Source: an optimization exercise on an open RTL-to-GDS flow (aim: small area, a short achievable clock period and few clock cycles). Production flows keep margins and buffers that such runs may drop. At most, simulation tests tie the RTL to the original design; equivalence was not proved. Power figures rest on the tool's default switching activity, not on a simulated workload.

Design fp8dot, start of the top module:
module fp8dot (
    input  wire        clk,
    input  wire        rst,           
    input  wire        in_valid,
    output wire        in_ready,
    input  wire        in_first,      
    input  wire        in_last,       
    input  wire [3:0]  in_mask,       
    input  wire        in_fmt_a,      
    input  wire        in_fmt_b,
    input  wire [31:0] in_a,          
    input  wire [31:0] in_b,
    input  wire [2:0]  in_out_fmt,    
    input  wire [10:0] in_scale,      
    output reg         out_valid,
    output reg  [31:0] out_data,      
    output reg         out_sat,       
    output wire [95:0] out_value,     
    output wire [2:0]  out_flags      
);
For scale: ~4300 cells after synthesis, ~220 I/O pins, about 0.038 sq mm of cells after synthesis.
export LEC_CHECK = 0
export CAP_MARGIN = 35
export CORE_MARGIN = 2
export CORE_UTILIZATION = 50
export CTS_CLUSTER_DIAMETER = 100
export CTS_CLUSTER_SIZE = 20
export SLEW_MARGIN = 35
export TNS_END_PERCENT = 0
export SETUP_SLACK_MARGIN = 17
export BUFFER_PORTS_ARGS = -buffer_cell sky130_fd_sc_hd__buf_1
create_clock -name core_clock -period 22.0 [get_ports {clk}]
standard.sh (not shown) runs the stock make flow with config.mk's settings and CLKGATE_MAP_FILE= SYNTH_SCRIPT=/design/flow/synth_recipe.tcl, a recipe that flattens the netlist after the stock synthesis.
==> flow/flow/run.sh <==
#!/bin/bash
# The standard layout (standard.sh) with different settings: ORFS's
# timing repair aimed below the clock period (extra setup margin, worst
# path only), plain buf_1 port buffers and larger clock-tree sink
# clusters. The clock, constraints and synthesis are unchanged.
set -e
cat >> config.mk <<'EOS'
export SETUP_SLACK_MARGIN = 17
export BUFFER_PORTS_ARGS = -buffer_cell sky130_fd_sc_hd__buf_1
EOS
bash standard.sh > standard.log 2>&1
The starting point passed the timing, design-rule and antenna checks.
Change:
--- a/flow/design.v
+++ b/flow/design.v
@@ -78,21 +78,21 @@
         s1_fa    <= in_fmt_a;
         s1_fb    <= in_fmt_b;
         s1_s     <= on & l_sgn;
         s1_flg   <= {b_ninf, b_pinf, b_nan};
         s1_first <= beat & in_first;
         s1_last  <= s1_last_n;
         s1_ofmt  <= in_out_fmt;
         s1_scale <= in_scale;
     end
     reg [14:0] s2_c [0:3];
-    reg [2:0]  s2_h [0:3];
+    reg [7:0]  s2_oh [0:3];      
     reg [3:0]  s2_s;
     reg [2:0]  s2_flg;
     reg [2:0]  s2_ofmt;
     reg [10:0] s2_scale;
     reg        red_flag;
     wire       flagged = (|s1_flg) | (red_flag & ~s1_first);
     always @(posedge clk)
         red_flag <= flagged;
     wire [3:0] s1_use = s1_s & {4{~flagged}};
     generate
@@ -100,40 +100,40 @@
             wire [3:0]  siga, sigb;
             wire [4:0]  ea, eb;
             fp8dot_decode u_da (.fmt(s1_fa), .x(s1_a[i]), .sig(siga), .exp(ea));
             fp8dot_decode u_db (.fmt(s1_fb), .x(s1_b[i]), .sig(sigb), .exp(eb));
             wire [5:0]  e = {1'b0, ea} + {1'b0, eb};
             wire [7:0]  p = flagged ? 8'd0 : siga * sigb;
             wire [2:0]  l = e[2:0];
             wire [14:0] c = ({7'd0, p} << l) ^ {15{s1_use[i]}};
             always @(posedge clk) begin
                 s2_c[i] <= c;
-                s2_h[i] <= e[5:3];
+                s2_oh[i] <= 8'd1 << e[5:3];
             end
         end
     endgenerate
     always @(posedge clk) begin
         s2_s     <= s1_use;
         s2_flg   <= s1_flg;
         s2_first <= s1_first & ~rst;
         s2_last  <= s1_last & ~rst;
         s2_ofmt  <= s1_ofmt;
         s2_scale <= s1_scale;
     end
     reg  [88:0] acc;
     reg  [2:0]  acc_flg;
     reg  [2:0]  h_ofmt;
     reg  [10:0] h_scale;
     wire [88:0] term [0:3];
     generate
         for (i = 0; i < 4; i = i + 1) begin : g_term
-            wire [7:0]  oh = 8'd1 << s2_h[i];
+            wire [7:0]  oh = s2_oh[i];
             wire        s  = s2_s[i];
             wire [14:0] c  = s2_c[i];
             genvar j;
             for (j = 0; j < 89; j = j + 1) begin : g_bit
                 localparam integer G = j >> 3;
                 localparam integer R = j & 7;
                 wire lo = (G <= 7) ? oh[G & 7] : 1'b0;
                 wire hi = (G >= 1 && G <= 8 && R != 7) ? oh[(G - 1) & 7] : 1'b0;
                 assign term[i][j] = (lo & c[R]) | (hi & c[(8 + R) % 15]) | (s & ~lo & ~hi);
             end
Synthesized cell count drops by 2.8%.
Global-route usage drops by 3.7 points.
Setup slack improved by 0.054 ns.
Power drops by 25%.
Die area climbs by 0.95%.
Sequential share of layout area climbs by 1.4 points.
Utilization drops by 1.2 points.
Cell area drops by 1.7%.
Area after synthesis climbs by 0.97%.
Maximum frequency climbs by 0.94%.
Combinational power drops by 41%.
Wire length drops by 11%.
Testbench counts after the change, summed over its fixed seeds: cycles 61,386.
Only the layout flow was run in the first run of this note; the RTL was not checked for function there.

Another version of the RTL of fp8dot (not shown whole).
Size in the first run: roughly 4,300 cells after synthesis, roughly 470 flip-flops, ~38,000 µm² of cells after synthesis.
export LEC_CHECK = 0
export CAP_MARGIN = 35
export CORE_MARGIN = 2
export CORE_UTILIZATION = 50
export CTS_CLUSTER_DIAMETER = 100
export CTS_CLUSTER_SIZE = 20
export SLEW_MARGIN = 35
export TNS_END_PERCENT = 0
export SETUP_SLACK_MARGIN = 17
export BUFFER_PORTS_ARGS = -buffer_cell sky130_fd_sc_hd__buf_1
create_clock -name core_clock -period 22.0 [get_ports {clk}]
Scripts as last shown in full above: flow/flow/run.sh
Testbench counts at the start, summed over its fixed seeds: cycles 61,386.
Then changed:
--- a/flow/design.v
+++ b/flow/design.v
@@ -59,51 +59,53 @@
             assign l_inf[i]  = ia | ib;
             assign l_sgn[i]  = (sa ^ sb) & ~za & ~zb;
         end
     endgenerate
     wire [3:0] on     = in_mask & {4{beat}};
     wire       b_nan  = |(on & l_nan);
     wire       b_pinf = |(on & l_inf & ~l_nan & ~l_sgn);
     wire       b_ninf = |(on & l_inf & ~l_nan &  l_sgn);
     reg [3:0]  s1_sa [0:3];
     reg [3:0]  s1_sb [0:3];
     reg [5:0]  s1_e  [0:3];
     reg [3:0]  s1_s;
+    reg        s1_beat;
     reg [2:0]  s1_flg;           
     reg [2:0]  s1_ofmt;
     reg [10:0] s1_scale;
     integer k;
     always @(posedge clk) begin
         for (k = 0; k < 4; k = k + 1) begin
             s1_sa[k] <= on[k] ? l_siga[k] : 4'd0;
             s1_sb[k] <= l_sigb[k];
             s1_e[k]  <= l_exp[k];
         end
         s1_s     <= on & l_sgn;
+        s1_beat  <= beat;
         s1_flg   <= {b_ninf, b_pinf, b_nan};
         s1_first <= beat & in_first;
         s1_last  <= s1_last_n;
         s1_ofmt  <= in_out_fmt;
         s1_scale <= in_scale;
     end
     reg [14:0] s2_c [0:3];
     reg [2:0]  s2_h [0:3];
     reg [3:0]  s2_s;
     reg [2:0]  s2_flg;
     reg [2:0]  s2_ofmt;
     reg [10:0] s2_scale;
     reg        red_flag;
     wire       flagged = (|s1_flg) | (red_flag & ~s1_first);
     always @(posedge clk)
-        red_flag <= flagged;
+        if (s1_beat) red_flag <= flagged;
     wire [3:0] s1_use = s1_s & {4{~flagged}};
     generate
         for (i = 0; i < 4; i = i + 1) begin : g_mul
             wire [7:0]  p = flagged ? 8'd0 : s1_sa[i] * s1_sb[i];
             wire [2:0]  l = s1_e[i][2:0];
             wire [14:0] c = ({7'd0, p} << l) ^ {15{s1_use[i]}};
             always @(posedge clk) begin
                 s2_c[i] <= c;
                 s2_h[i] <= s1_e[i][5:3];
             end
         end
     endgenerate
@@ -172,28 +174,28 @@
             default: begin mb = 5'd23; emin32 = -12'sd94; end
         endcase
     end
     wire signed [11:0] thr    = emin32 - {h_scale[10], h_scale};
     wire signed [11:0] tq     = thr - $signed({7'd0, mb});        
     wire signed [11:0] msbw   = w_any ? $signed({5'd0, w_msb}) : -12'sd1;
     wire signed [11:0] diff   = msbw - thr;
     wire               normal = ~diff[11];
     wire signed [11:0] qv_n   = msbw + 12'sd24 - $signed({7'd0, mb});
     wire signed [11:0] qv_s   = tq + 12'sd24;
     wire        [6:0]  qs_s   = (qv_s > 12'sd127) ? 7'd127 : qv_s[6:0];
     wire        [6:0]  qs     = normal ? qv_n[6:0] : qs_s;
-    wire        [7:0]  ebf    = ~normal ? 8'd0 : (diff > 12'sd255) ? 8'd255 : diff[7:0];
+    wire        [8:0]  ebf    = ~normal ? 9'd0 : (diff > 12'sd511) ? 9'd511 : diff[8:0];
     reg  [6:0]  r0_qs;
     reg         r0_neg, r0_zero;
-    reg  [7:0]  r0_ebf;
+    reg  [8:0]  r0_ebf;
     reg  [2:0]  r0_fmt;
     always @(posedge clk) begin
         r0_qs   <= qs;
         r0_neg  <= v_neg;
         r0_zero <= ~w_any & ~v_neg;
         r0_ebf  <= ebf;
         r0_fmt  <= h_ofmt;
     end
     reg  [88:0] ov;
     reg  [2:0]  oflg;
     always @(posedge clk)
         if (xfer) begin
@@ -202,48 +204,48 @@
         end
     assign out_value = {{7{ov[88]}}, ov};
     assign out_flags = oflg;
     wire [24:0] shv;
     wire        stk;
     fp8dot_shr u_shr (.x({ov, 25'd0}), .sh(r0_qs), .y(shv), .sticky(stk));
     wire [24:0] mw   = shv ^ {25{r0_neg}};               
     wire        r_ge = ~stk & ~shv[0];                   
     wire        lt   = stk;
     wire        grd  = lt ? mw[0] : shv[0];
     reg  [23:0] r1_mant;
     reg         r1_inc, r1_neg, r1_zero;
-    reg  [7:0]  r1_ebf;
+    reg  [8:0]  r1_ebf;
     reg  [2:0]  r1_fmt;
     always @(posedge clk) begin
         r1_mant <= mw[24:1];
         r1_inc  <= (r0_neg & r_ge) | (grd & (lt | mw[1]));
         r1_neg  <= r0_neg;
         r1_zero <= r0_zero;
         r1_ebf  <= r0_ebf;
         r1_fmt  <= r0_fmt;
     end
     wire [23:0] mant = r1_mant;
     wire        inc  = r1_inc;
     wire [24:0] mr   = {1'b0, mant} + {24'd0, inc};
     reg  [1:0]  top2;
     always @(*) begin
         case (r1_fmt)
             3'd1:    top2 = {1'b0, mant[7]}  + {1'b0, inc & (&mant[6:0])};
             3'd2:    top2 = {1'b0, mant[10]} + {1'b0, inc & (&mant[9:0])};
             3'd3:    top2 = {1'b0, mant[3]}  + {1'b0, inc & (&mant[2:0])};
             3'd4:    top2 = {1'b0, mant[2]}  + {1'b0, inc & (&mant[1:0])};
             default: top2 = {1'b0, mant[23]} + {1'b0, inc & (&mant[22:0])};
         endcase
     end
-    wire [9:0] ef = {2'b0, r1_ebf} + {8'd0, top2};
+    wire [9:0] ef = {1'b0, r1_ebf} + {8'd0, top2};
     reg        ovf;
     reg [30:0] body, maxb, infb, nanb;
     reg        is8;
     always @(*) begin
         case (r1_fmt)
             3'd1: begin
                 ovf  = (ef >= 10'd255);
                 body = {16'd0, ef[7:0], mr[6:0]};
                 maxb = 31'h7F7F; infb = 31'h7F80; nanb = 31'h7FC0; is8 = 1'b0;
             end
             3'd2: begin
                 ovf  = (ef >= 10'd31);
Outcome: Die area is about the same; clock skew went down by 23 ps; fmax went up by about 0.4%; final cell count barely changes; utilization went up by 0.65 points; power went down by about 1.5%.
Testbench counts after the change, summed over its fixed seeds: cycles 61,386.

==> re-timing with driven ports <==
Ports are ideal in the flow. The routed layouts listed here were re-timed in OpenROAD. Step 1 (the two cells are an assumption about what drives the block):
set clk [get_ports {clk}]
set_driving_cell -lib_cell sky130_fd_sc_hd__clkbuf_16 $clk
set_driving_cell -lib_cell sky130_fd_sc_hd__buf_2 [delete_from_list [all_inputs] $clk]
Step 2, shift: input delay + t, output delay - t, t = (earliest + latest rising clock arrival at the registers) / 2. This alone moves slack from input paths to output paths. Three values: no drivers, after step 1, after step 2; two values: the first two.
run	t, ns	setup WS [ns]	worst data-port slew with drivers (ns)	cell pins on the clock port's net
the first run of note 1	0.704	16.191 / 16.123 / 15.824	0.05	1
the second run of note 1	0.645	16.246 / 16.180 / 16.083	0.06	1
the first run of note 2	0.696	16.205 / 16.135 / 15.622	0.04	1
the second run of note 2	0.709	16.227 / 16.160 / 15.633	0.05	1
After both steps every run listed still meets setup and hold. The setup slack of the second run of note 2, which loses most, moves by -0.067 ns with the drivers and by -0.594 ns with both steps.
